Context: an optimization exercise on an open-source flow, tuned for small area. The choices shown serve that exercise and are no tape-out recipe.
In this exercise RTL edits were held to simulation tests only and were not proved equivalent to the original.

==> run a <==
Design hall_tracker, start of the top module:
module hall_tracker (
    input  wire        clk,
    input  wire        rst,
    input  wire        hdir,
    input  wire [10:0] hofs,
    input  wire [8:0]  spdto,
    input  wire [6:0]  invmax,
    input  wire [15:0] cpmm,
    input  wire        cmd_valid,
    output wire        cmd_ready,
    input  wire [1:0]  cmd_op,
    input  wire [31:0] cmd_tgate,
    input  wire [2:0]  cmd_hst,
    input  wire        cmd_ovf,
    input  wire [1:0]  cmd_ne,
    input  wire [31:0] cmd_ts0,
    input  wire [2:0]  cmd_st0,
    input  wire [31:0] cmd_ts1,
    input  wire [2:0]  cmd_st1,
    input  wire [31:0] cmd_delta,
    output reg  [2:0]  hstate,
    output reg  [2:0]  sector,
    output reg         still,
    output reg         dir,
    output reg  [1:0]  posq,
    output reg         hinv,
    output reg         hflt,
    output reg         hskip,
    output reg         spdsat,
    output reg         edgeovr,
    output reg         nots,
    output reg  [15:0] raw,
    output reg  [31:0] track,
    output reg  [31:0] pos,
    output reg  [15:0] spd,
    output reg  [15:0] v4,
    output reg  [31:0] edget,
    output wire [31:0] edgei,
    output reg  [10:0] elpos,
    output reg  [7:0]  frac,
    output reg  [7:0]  invcnt,
    output reg  [7:0]  skipcnt,
    output reg  [7:0]  ovrcnt,
    output reg  [7:0]  misscnt
);
clock: 20.0 ns
lec_check: 0
abc_area: 1
cap_margin: 20
core_margin: 2
core_utilization: 40
cts_buf_list: sky130_fd_sc_hd__clkbuf_8
slew_margin: 20
run.sh (not shown) runs the stock make flow with config.mk's settings and CLKGATE_MAP_FILE= SYNTH_SCRIPT=/design/flow/synth_recipe.tcl, a recipe that flattens the netlist after the stock synthesis.
==> run b (differences from run a) <==
--- a/flow/design.v
+++ b/flow/design.v
@@ -102,17 +102,19 @@
                      S_P5   = 6'd33,
                      S_P6   = 6'd34,
                      S_P7   = 6'd35,
                      S_P8   = 6'd36,
                      S_RH   = 6'd37,
                      S_P9   = 6'd38,
                      S_VA   = 6'd39,
                      S_VB   = 6'd40,
-                     S_CLR  = 6'd41;
+                     S_CLR  = 6'd41,
+                     S_RAW  = 6'd42,
+                     S_PST2 = 6'd43;
     localparam [37:0] K1 = 38'd100000000000;    
     reg [5:0] st;
     reg [5:0] cnt;
     assign cmd_ready = (st == S_IDLE);
     wire   clr = (st == S_CLR);
     reg        missed;
     reg [31:0] yr;           
     reg [2:0]  st0r, st1r;
@@ -127,17 +129,17 @@
     reg [1:0]  dw_cur;
     reg [3:0]  rs1, rs2, rs3;
     reg [1:0]  dw1, dw2, dw3;
     reg [8:0]  g0, g1, g2, g3;
     reg        inval_e, inval_l, neg_r, two_r, sat, q1b, dbsel, sgn, divgo, rnd;
     reg [15:0] ra;
     reg [31:0] rb;
     assign edgei = {6'd0, ival0 & {26{!ez}}};
-    wire [25:0] acc = {v4, elpos[9:0]};
+    wire [25:0] acc = {elpos[9:0], v4};
     function [3:0] sector_of;
         input [2:0] s;
         case (s)
             3'b001: sector_of = {1'b1, 3'd0};
             3'b011: sector_of = {1'b1, 3'd1};
             3'b010: sector_of = {1'b1, 3'd2};
             3'b110: sector_of = {1'b1, 3'd3};
             3'b100: sector_of = {1'b1, 3'd4};
@@ -164,16 +166,20 @@
         begin
             c = ~&v;
             for (i = 0; i < 8; i = i + 1) begin
                 inc8[i] = v[i] ^ c;
                 c = c & v[i];
             end
         end
     endfunction
+    wire [7:0] inc_in = (st == S_IDLE) ? (cmd_op[0] ? misscnt : ovrcnt) :
+                        (st == S_REC)  ? skipcnt :
+                        (st == S_POST) ? invcnt : invrun;
+    wire [7:0] inc_out = inc8(inc_in);
     function [5:0] inc6;
         input [5:0] v;
         reg c;
         integer i;
         begin
             c = 1'b1;
             for (i = 0; i < 6; i = i + 1) begin
                 inc6[i] = v[i] ^ c;
@@ -191,104 +197,107 @@
     reg         kbit;
     integer     kk;
     always @* begin
         kbit = 1'b0;
         for (kk = 0; kk < 38; kk = kk + 1)
             if (cnt == kk) kbit = two_r ? kv[37 - kk] : kv[38 - kk];
     end
     localparam [3:0] A_ZERO = 4'd0, A_RB = 4'd1, A_RBSH = 4'd2, A_POS = 4'd3,
-                     A_Y = 4'd4, A_ACC = 4'd5, A_CPMM = 4'd6, A_HI = 4'd7,
+                     A_Y = 4'd4, A_ACC = 4'd5, A_CPMM = 4'd6, A_HI = 4'd7, A_LP = 4'd11,
                      A_RAW = 4'd8, A_TRACK = 4'd9;
     localparam [3:0] B_ZERO = 4'd0, B_EDGET = 4'd1, B_DB = 4'd2, B_ASH2 = 4'd3,
                      B_RS = 4'd4, B_G0 = 4'd5, B_SPD = 4'd6, B_RA = 4'd7,
                      B_FRAC = 4'd8, B_HOFS = 4'd9, B_1536 = 4'd10, B_RB = 4'd11;
     reg  [3:0]  asel, bsel;
     reg         ginv, gcin;
     reg  [2:0]  hi3;
     reg         dbx;
     reg  [2:0]  rsel;
     reg  [3:0]  rsx;
+    wire [2:0]  rsa = rsx[3] ? (3'd0 - rsx[2:0]) : rsx[2:0];
+    wire        rsn = rsx[3];
     reg  [31:0] ga, gb;
-    wire        asc  = !seen || (lastpos != hdir);
+    reg         asc;     
     wire [25:0] dbv  = (dbsel | dbx) ? ival1 : ival0;
     always @* begin
         case (rsel)
             3'd0: rsx = rs1;
             3'd1: rsx = rs2;
             3'd2: rsx = rs3;
             3'd3: rsx = rs_cur;
-            default: rsx = rec_cnt;
+            default: rsx = neg_r ? (two_r ? 4'hE : 4'hF) : (two_r ? 4'd2 : 4'd1);
         endcase
     end
     always @* begin
         case (asel)
             A_RB:    ga = rb;
             A_RBSH:  ga = {rb[30:0], q1b};
             A_POS:   ga = pos;
             A_Y:     ga = yr;
             A_ACC:   ga = {6'd0, acc};
             A_CPMM:  ga = {16'd0, cpmm};
             A_HI:    ga = {21'd0, hi3, 8'd0};
+            A_LP:    ga = {31'd0, !lastpos};
             A_RAW:   ga = {16'd0, raw};
             A_TRACK: ga = track;
             default: ga = 32'd0;
         endcase
         case (bsel)
             B_EDGET: gb = edget;
             B_DB:    gb = {6'd0, dbv};
             B_ASH2:  gb = {ga[29:0], 2'b00};
-            B_RS:    gb = {{28{rsx[3]}}, rsx};
+            B_RS:    gb = {29'd0, rsa};          
             B_G0:    gb = {23'd0, g0};
             B_SPD:   gb = {16'd0, spd};
             B_RA:    gb = {16'd0, ra};
             B_FRAC:  gb = {24'd0, frac};
             B_HOFS:  gb = {21'd0, hofs};
             B_1536:  gb = 32'd1536;
             B_RB:    gb = rb;
             default: gb = 32'd0;
         endcase
     end
     wire [31:0] gout;
     wire        gco;
     hall_add #(.W(32)) u_ga (.a(ga), .b(gb ^ {32{ginv}}), .ci(gcin), .s(gout), .co(gco));
-    wire        ovf_p = !ga[31] && !gb[31] &&  gout[31];
-    wire        ovf_n =  ga[31] &&  gb[31] && !gout[31];
+    wire        ovf_p = !ga[31] && !(gb[31] ^ ginv) &&  gout[31];
+    wire        ovf_n =  ga[31] &&  (gb[31] ^ ginv) && !gout[31];
     wire [1:0]  dW = dw1 + dw2 + dw3 + dw_cur;
     wire [3:0]  rs_add;
     hall_add #(.W(4)) u_rs (.a(rs_cur), .b(rec_cnt), .ci(1'b0), .s(rs_add), .co());
     always @* begin
         asel = A_ZERO; bsel = B_ZERO; ginv = 1'b0; gcin = 1'b0;
         hi3 = 3'd0; rsel = 3'd4; dbx = 1'b0; sa_bit = 1'b0;
         case (st)
             S_TO:   begin asel = A_ACC; bsel = B_ASH2; end
-            S_REC:  begin asel = A_RAW; bsel = B_RS; end
+            S_RAW:  begin asel = A_RAW; bsel = B_RS; ginv = rsn; gcin = rsn; end
             S_E1:   begin asel = ri[0] ? A_Y : A_RB; bsel = B_EDGET; ginv = 1'b1; gcin = 1'b1; end
             S_E2:   begin asel = A_ACC; bsel = B_RB; ginv = 1'b1; gcin = 1'b1; end
             S_E3:   begin asel = A_RB; bsel = B_EDGET; end
             S_SDIV: begin
                 if (cnt != 6'd0) begin
                     asel = A_RBSH; bsel = B_DB; ginv = 1'b1; gcin = 1'b1;
                 end
                 sa_bit = kbit;
             end
             S_SFIN: begin bsel = B_SPD; ginv = neg_r; gcin = neg_r; end
             S_SY1:  begin asel = A_POS; bsel = B_EDGET; ginv = 1'b1; gcin = 1'b1; end
             S_SY2:  begin asel = A_ACC; bsel = B_RB; ginv = 1'b1; gcin = 1'b1; end
-            S_SY3:  begin asel = A_TRACK; bsel = B_RS; rsel = 3'd3; end
+            S_SY3:  begin asel = A_TRACK; bsel = B_RS; rsel = 3'd3; ginv = rsn; gcin = rsn; end
             S_FR0:  begin bsel = B_DB; end
             S_FR1:  begin asel = A_RB; bsel = B_DB; dbx = 1'b1; ginv = 1'b1; gcin = 1'b1; end
             S_FR2:  begin asel = A_POS; bsel = B_DB; ginv = 1'b1; gcin = 1'b1; end
             S_FR3:  begin asel = A_POS; end
             S_FRD:  begin asel = A_RBSH; bsel = B_DB; ginv = 1'b1; gcin = 1'b1; end
             S_D1:   begin asel = A_HI; hi3 = sector + {2'd0, !asc}; bsel = B_HOFS; end
             S_D2:   begin asel = A_RB; bsel = B_FRAC; ginv = !asc; gcin = !asc; end
             S_D3:   begin asel = A_RB; bsel = B_1536; ginv = 1'b1; gcin = 1'b1; end
-            S_V1:   begin bsel = B_RS; rsel = 3'd0; gcin = !lastpos; end
-            S_V2:   begin asel = A_RB; bsel = B_RS; rsel = {1'b0, cnt[1:0]}; end
+            S_V1:   begin asel = A_LP; bsel = B_RS; rsel = 3'd0; ginv = rsn; gcin = rsn; end
+            S_V2:   begin asel = A_RB; bsel = B_RS; rsel = {1'b0, cnt[1:0]}; ginv = rsn; gcin = rsn; end
             S_VA:   begin asel = A_RB; bsel = B_FRAC; ginv = !lastpos; gcin = !lastpos; end
             S_VB:   begin asel = A_RB; bsel = B_G0; ginv = 1'b1; gcin = 1'b1; end
             S_V4:   begin bsel = B_RB; ginv = rb[31]; gcin = rb[31]; end
             S_V5:   begin asel = A_RB; bsel = B_ASH2; end
             S_V7:   begin sa_bit = rb[31]; end
             S_V8:   begin bsel = B_RB; ginv = neg_r; gcin = neg_r; end
             S_V9:   begin asel = A_HI; hi3 = {2'd0, !lastpos}; bsel = B_FRAC; ginv = !lastpos; gcin = !lastpos; end
             S_P1:   begin asel = A_TRACK; end
@@ -309,24 +318,28 @@
             S_IDLE: if (cmd_valid) begin
                 case (cmd_op)
                     OP_FRAME, OP_MISSED: st <= S_TO;
                     OP_REHOME:           st <= S_RH;
                     default:             ;
                 endcase
             end
             S_TO:   if (cnt == 6'd4) st <= missed ? S_SY1 : S_REC;
-            S_REC:  if (rec_count && rec_edge) st <= S_E1;
+            S_REC:  if (rec_count) st <= S_RAW;
                     else if (ri == ne_r) st <= S_POST;
+            S_RAW:  if (rec_edge) st <= S_E1;
+                    else if (ri == ne_r) st <= S_POST;
+                    else st <= S_REC;
             S_E1:   st <= S_E2;
             S_E2:   st <= S_E3;
             S_E3:   st <= divgo ? S_SDIV : S_REC;
             S_SDIV: if (cnt == 6'd38) st <= S_SFIN;
             S_SFIN: st <= S_REC;
-            S_POST: st <= S_SY1;
+            S_POST: st <= S_PST2;
+            S_PST2: st <= S_SY1;
             S_SY1:  st <= S_SY2;
             S_SY2:  st <= S_SY3;
             S_SY3:  st <= S_FR0;
             S_FR0:  st <= (seen && !still && !nots && nival != 2'd0) ? S_FR1 : S_D1;
             S_FR1:  st <= S_FR2;
             S_FR2:  st <= gco ? S_D1 : S_FR3;
             S_FR3:  st <= S_FRD;
             S_FRD:  if (cnt == 6'd7) st <= S_D1;
@@ -338,17 +351,17 @@
             S_V3:   if (cnt == 6'd7) st <= S_VA;
             S_VA:   st <= S_VB;
             S_VB:   st <= S_V4;
             S_V4:   st <= (still || dW != 2'd0) ? S_V9 : S_V5;
             S_V5:   if (cnt == 6'd6) st <= S_V6;
             S_V6:   if (cnt == 6'd2) st <= S_V7;
             S_V7:   if (cnt == 6'd27) st <= S_V8;
             S_V8:   st <= S_V9;
-            S_V9:   st <= S_P1;
+            S_V9:   if (hist_ok || cnt == 6'd3) st <= S_P1;
             S_P1:   st <= S_P2;
             S_P2:   if (cnt == 6'd31) st <= S_P3;
             S_P3:   st <= S_P4;
             S_P4:   if (cnt == 6'd2) st <= S_P5;
             S_P5:   if (cnt == 6'd2) st <= S_P6;
             S_P6:   if (cnt == 6'd2) st <= S_P7;
             S_P7:   if (cnt == 6'd34) st <= S_P9;
             S_P9:   st <= S_P8;
@@ -367,17 +380,18 @@
                     (st == S_V5   && cnt == 6'd6)  || (st == S_V6  && cnt == 6'd2)  ||
                     (st == S_V7   && cnt == 6'd27) || (st == S_P2  && cnt == 6'd31) ||
                     (st == S_P4   && cnt == 6'd2)  || (st == S_P5  && cnt == 6'd2)  ||
                     (st == S_P6   && cnt == 6'd2)  || (st == S_P7  && cnt == 6'd34))
                     cnt <= 6'd0;
                 else
                     cnt <= inc6(cnt);
             end
-            S_V1:   cnt <= 6'd1;
+            S_V1:   cnt <= {5'd0, hist_ok};
+            S_V9:   cnt <= inc6(cnt);
             default: cnt <= 6'd0;
         endcase
     end
     always @(posedge clk) begin
         case (st)
             S_IDLE: if (cmd_valid) begin
                 rb      <= (cmd_op == OP_REHOME) ? cmd_delta : cmd_ts0;
                 yr      <= cmd_ts1;
@@ -387,27 +401,28 @@
                 ri      <= 2'd0;
                 inval_e <= 1'b0;
                 inval_l <= 1'b0;
                 dbsel   <= 1'b0;
                 missed  <= cmd_op[0];
                 rs_cur  <= 4'd0;
             end
             S_REC: begin
-                if (!(rec_count && rec_edge)) ri <= ri + 2'd1;
+                if (!rec_count) ri <= ri + 2'd1;
                 if (!rec_valid) begin
                     if (rec_edge) inval_e <= 1'b1;
                     else          inval_l <= 1'b1;
                 end
                 if (rec_count) begin
                     rs_cur <= rs_add;
                     neg_r  <= rec_neg;
                     two_r  <= rec_two;
                 end
             end
+            S_RAW: if (!rec_edge) ri <= ri + 2'd1;
             S_E1: rb <= gout;                
             S_E2: begin
                 divgo <= !(!tlast_ok || still || !gco || first);
                 if (!(!tlast_ok || still || !gco || first)) begin
                     ival1 <= ival0;
                     ival0 <= rb[25:0];
                 end
             end
@@ -426,50 +441,52 @@
                     rb <= gout;              
                 else
                     rb <= gco ? gout : {rb[30:0], q1b};
                 if (cnt != 6'd0 && gco && cnt <= 6'd23) sat <= 1'b1;
             end
             S_SFIN: ri <= ri + 2'd1;
             S_SY1:  rb <= gout;              
             S_SY3: begin
+                asc <= !seen || (lastpos != hdir);
                 if (ovf_n)      dw_cur <= dw_cur + 2'd1;
                 else if (ovf_p) dw_cur <= dw_cur - 2'd1;
             end
             S_FR0:  rb <= gout;              
             S_FR1:  dbsel <= (nival == 2'd2) && !gco;
             S_FR3: begin
                 rb  <= gout;
                 q1b <= 1'b0;
             end
             S_FRD:  rb <= gco ? gout : {rb[30:0], 1'b0};
-            S_D1, S_D2, S_V1, S_V2, S_VA, S_VB, S_V5, S_P3, S_P4: rb <= gout;
+            S_V1: begin
+                rb <= gout;
+                if (!hist_ok) begin
+                    rs_cur <= 4'd0;
+                    dw_cur <= 2'd0;
+                end
+            end
+            S_D1, S_D2, S_V2, S_VA, S_VB, S_V5, S_P3, S_P4: rb <= gout;
             S_V3:   rb <= {rb[30:0], 1'b0};
             S_V4: begin
                 neg_r <= rb[31];
                 rb    <= gout;
             end
             S_V6: begin
                 rb <= {rb[30:0], 1'b0};
                 ra <= 16'd0;
             end
             S_V7, S_P7: begin
                 ra <= sa_rem;
                 rb <= {rb[30:0], sa_ge};
             end
             S_V9: begin
-                if (hist_ok) begin
-                    g0 <= g1; g1 <= g2; g2 <= g3;
-                    rs1 <= rs2; rs2 <= rs3; rs3 <= rs_cur;
-                    dw1 <= dw2; dw2 <= dw3; dw3 <= dw_cur;
-                end else begin
-                    g0 <= gout[8:0]; g1 <= gout[8:0]; g2 <= gout[8:0];
-                    rs1 <= 4'd0; rs2 <= 4'd0; rs3 <= 4'd0;
-                    dw1 <= 2'd0; dw2 <= 2'd0; dw3 <= 2'd0;
-                end
+                g0 <= g1; g1 <= g2; g2 <= g3;
+                rs1 <= rs2; rs2 <= rs3; rs3 <= rs_cur;
+                dw1 <= dw2; dw2 <= dw3; dw3 <= dw_cur;
                 g3     <= gout[8:0];
                 dw_cur <= 2'd0;
             end
             S_P1: begin
                 sgn <= track[31];
                 ra  <= 16'd0;
             end
             S_P2:   ra <= sa_rem;
@@ -496,53 +513,52 @@
                 tlast_ok <= 1'b0;  hist_ok <= 1'b0; nival <= 2'd0;
                 invrun   <= 8'd0;
             end
             S_IDLE: if (cmd_valid) begin
                 case (cmd_op)
                 OP_FRAME, OP_MISSED: begin
                     {hinv, hflt, hskip, spdsat, edgeovr} <= 5'd0;
                     pos <= cmd_tgate;
-                    {v4, elpos[9:0]} <= {12'd0, spdto, 5'd0};
+                    {elpos[9:0], v4} <= {12'd0, spdto, 5'd0};
                     if (cmd_op == OP_FRAME) begin
                         hstate <= cmd_hst;
                         if (cmd_ovf) begin
                             edgeovr <= 1'b1;
-                            ovrcnt  <= inc8(ovrcnt);
+                            ovrcnt  <= inc_out;
                         end
                     end else begin
-                        misscnt <= inc8(misscnt);
+                        misscnt <= inc_out;
                         nots    <= 1'b1;
                         first   <= 1'b1;
                     end
                 end
                 OP_REHOME: ;
                 default: begin
                     ref_ok  <= 1'b0;
                     seen    <= 1'b0;
                     frac    <= 8'd128;
                     lastpos <= 1'b1;
                 end
                 endcase
             end
-            S_TO: {v4, elpos[9:0]} <= gout[25:0];
+            S_TO: {elpos[9:0], v4} <= gout[25:0];
             S_REC: begin
                 if (!rec_valid) begin
                 end else if (!ref_ok) begin
                     sector <= rec_sec;
                     ref_ok <= 1'b1;
                 end else if (rec_d == 3'd3) begin
                     hskip   <= 1'b1;
-                    skipcnt <= inc8(skipcnt);
+                    skipcnt <= inc_out;
                     if (posq == 2'd2) posq <= 2'd1;
                     sector  <= rec_sec;
                     nots    <= 1'b1;
                     first   <= 1'b1;
                 end else if (rec_d != 3'd0) begin
-                    raw     <= gout[15:0];
                     sector  <= rec_sec;
                     seen    <= 1'b1;
                     lastpos <= !rec_neg;
                     dir     <= rec_neg;
                     if (!rec_edge) begin
                         nots  <= 1'b1;
                         first <= 1'b1;
                     end
@@ -557,37 +573,40 @@
                 end else if (first) begin
                     frac  <= 8'd0;
                     ez    <= 1'b1;
                 end
                 still    <= 1'b0;
                 first    <= 1'b0;
                 tlast_ok <= 1'b1;
             end
+            S_RAW: raw <= gout[15:0];
             S_E3: edget <= gout;
             S_SDIV: if (cnt != 6'd0) spd <= {spd[14:0], gco};
             S_SFIN: begin
                 if (sat) begin
                     spd    <= neg_r ? 16'h8001 : 16'h7FFF;
                     spdsat <= 1'b1;
                 end else begin
                     spd    <= gout[15:0];
                 end
                 ez    <= 1'b0;
                 nival <= {nival[1] | nival[0], ~nival[1] & ~nival[0]};
                 nots  <= 1'b0;
             end
             S_POST: begin
                 if (inval_e || inval_l) begin
                     hinv   <= 1'b1;
-                    invcnt <= inc8(invcnt);
+                    invcnt <= inc_out;
                 end
+            end
+            S_PST2: begin
                 if (inval_l) begin
-                    invrun <= inc8(invrun);
-                    if (inc8(invrun) == {1'b0, invmax}) begin
+                    invrun <= inc_out;
+                    if (inc_out == {1'b0, invmax}) begin
                         hflt <= 1'b1;
                         if (posq == 2'd2) posq <= 2'd1;
                     end
                 end else begin
                     invrun <= 8'd0;
                 end
             end
             S_SY1: pos <= gout;              
@@ -604,17 +623,17 @@
             S_V4:  if (still)
                        v4 <= 16'd0;
                    else if (dW != 2'd0)
                        v4 <= (dW == 2'd3 || (dW == 2'd2 && !rb[31])) ? 16'h8001 : 16'h7FFF;
             S_V8:  if (|rb[27:15])
                        v4 <= neg_r ? 16'h8001 : 16'h7FFF;
                    else
                        v4 <= gout[15:0];
-            S_V9:  hist_ok <= 1'b1;
+            S_V9:  if (hist_ok || cnt == 6'd3) hist_ok <= 1'b1;
             S_P1:  pos <= gout;              
             S_P2:  pos <= {pos[30:0], sa_ge ^ sgn};
             S_P5:  pos <= gout;
             S_P6:  pos <= {pos[30:0], 1'b0};
             S_P8:  pos <= gout;
             S_RH: begin
                 track <= gout;
                 posq  <= 2'd2;
==> flow/flow/run.sh (new file) <==
#!/bin/bash
# Standard layout, with plain buf_1 cells as the port buffers.
set -euo pipefail
export BUFFER_PORTS_ARGS="-buffer_cell sky130_fd_sc_hd__buf_1"
bash standard.sh > standard.log 2>&1
==> flow/standard.sh (new file) <==
#!/bin/bash
# synth_recipe.tcl (not shown) runs the flow's synth.tcl, then flattens the netlist and writes it again
# the make line also repeats each setting of config.mk as NAME=value (left out here)
make -C /OpenROAD-flow-scripts/flow DESIGN_CONFIG=/design/flow/config.mk WORK_HOME=/design/flow/orfs CLKGATE_MAP_FILE= SYNTH_SCRIPT=/design/flow/synth_recipe.tcl "${@:-finish}"
CORE_UTILIZATION = 60   (was 40)
CTS_CLUSTER_DIAMETER = 40   (was not set)
CTS_CLUSTER_SIZE = 20   (was not set)
removed: flow/run.sh
==> run notes <==
Setup Skew=0.0483 ns; met3 routed WL=21300 um; Critical Path Source=cpmm[0]; met1 global-route usage=0.657; Non-Clock Buffer Area Fraction=0.0688; sequential area share after synthesis=0.534; Synth Area in Simple Gates=0.201; tap cells=539; Plain + repair buffers=477; initial cell density of the core=0.606; detailed placement HPWL=82200 um; layout cells sized above 1=0.0832; status=no timing/DRC/antenna violations; complex-gate fraction of the synthesized area=0.119
(the above is from run b)
==> run notes <==
Critical Path Source=hdir; synth unique cells=63; capture point of the critical path=frac[0]$_DFFE_PP_; initial cell density of the core=0.403; largest family of logic cells by synthesized area=simple AND/OR/NAND/NOR gates; met3 routed WL=17600 um; status=no timing/DRC/antenna violations; layout cells sized above 1=0.0883; die area=68000 um2; Plain + repair buffers=506; Non-Clock Buffer Area Fraction=0.147; WHS=0.439 ns; complex-gate fraction of the synthesized area=0.110; sequential area share after synthesis=0.511; met1 global-route usage=0.524; detailed placement HPWL=97600 um; tap cells=864; Synth Area in Simple Gates=0.229
(the above is from run a)

port drivers added, routing unchanged:
How much do the figures lean on ideal ports? The routed layouts below were timed once more, with nothing changed but the port constraints.
Step 1 (the two cells are an assumption about what drives the block):
set clk [get_ports {clk}]
set_driving_cell -lib_cell sky130_fd_sc_hd__clkbuf_16 $clk
set_driving_cell -lib_cell sky130_fd_sc_hd__buf_2 [delete_from_list [all_inputs] $clk]
Step 2 adds t to the input delays and takes it off the output delays; t is the mean of the earliest and latest rising clock arrival at the registers after step 1. Input paths then give back, and output paths get back, about the clock's delay inside the block.
a / b / c = ideal / step 1 / step 2; a / b = the first two.
run | shift t [ns] | setup slack, ns | worst setup path at the end
run a | 0.744 | 0.541 / 0.532 / -0.213 | input to register
run b | 0.728 | 0.608 / 0.599 / -0.129 | input to register
With both steps, setup timing fails in run a and run b, where it was met with ideal ports. The setup slack of run a, which loses most, moves by -0.009 ns with the drivers and by -0.754 ns with both steps.
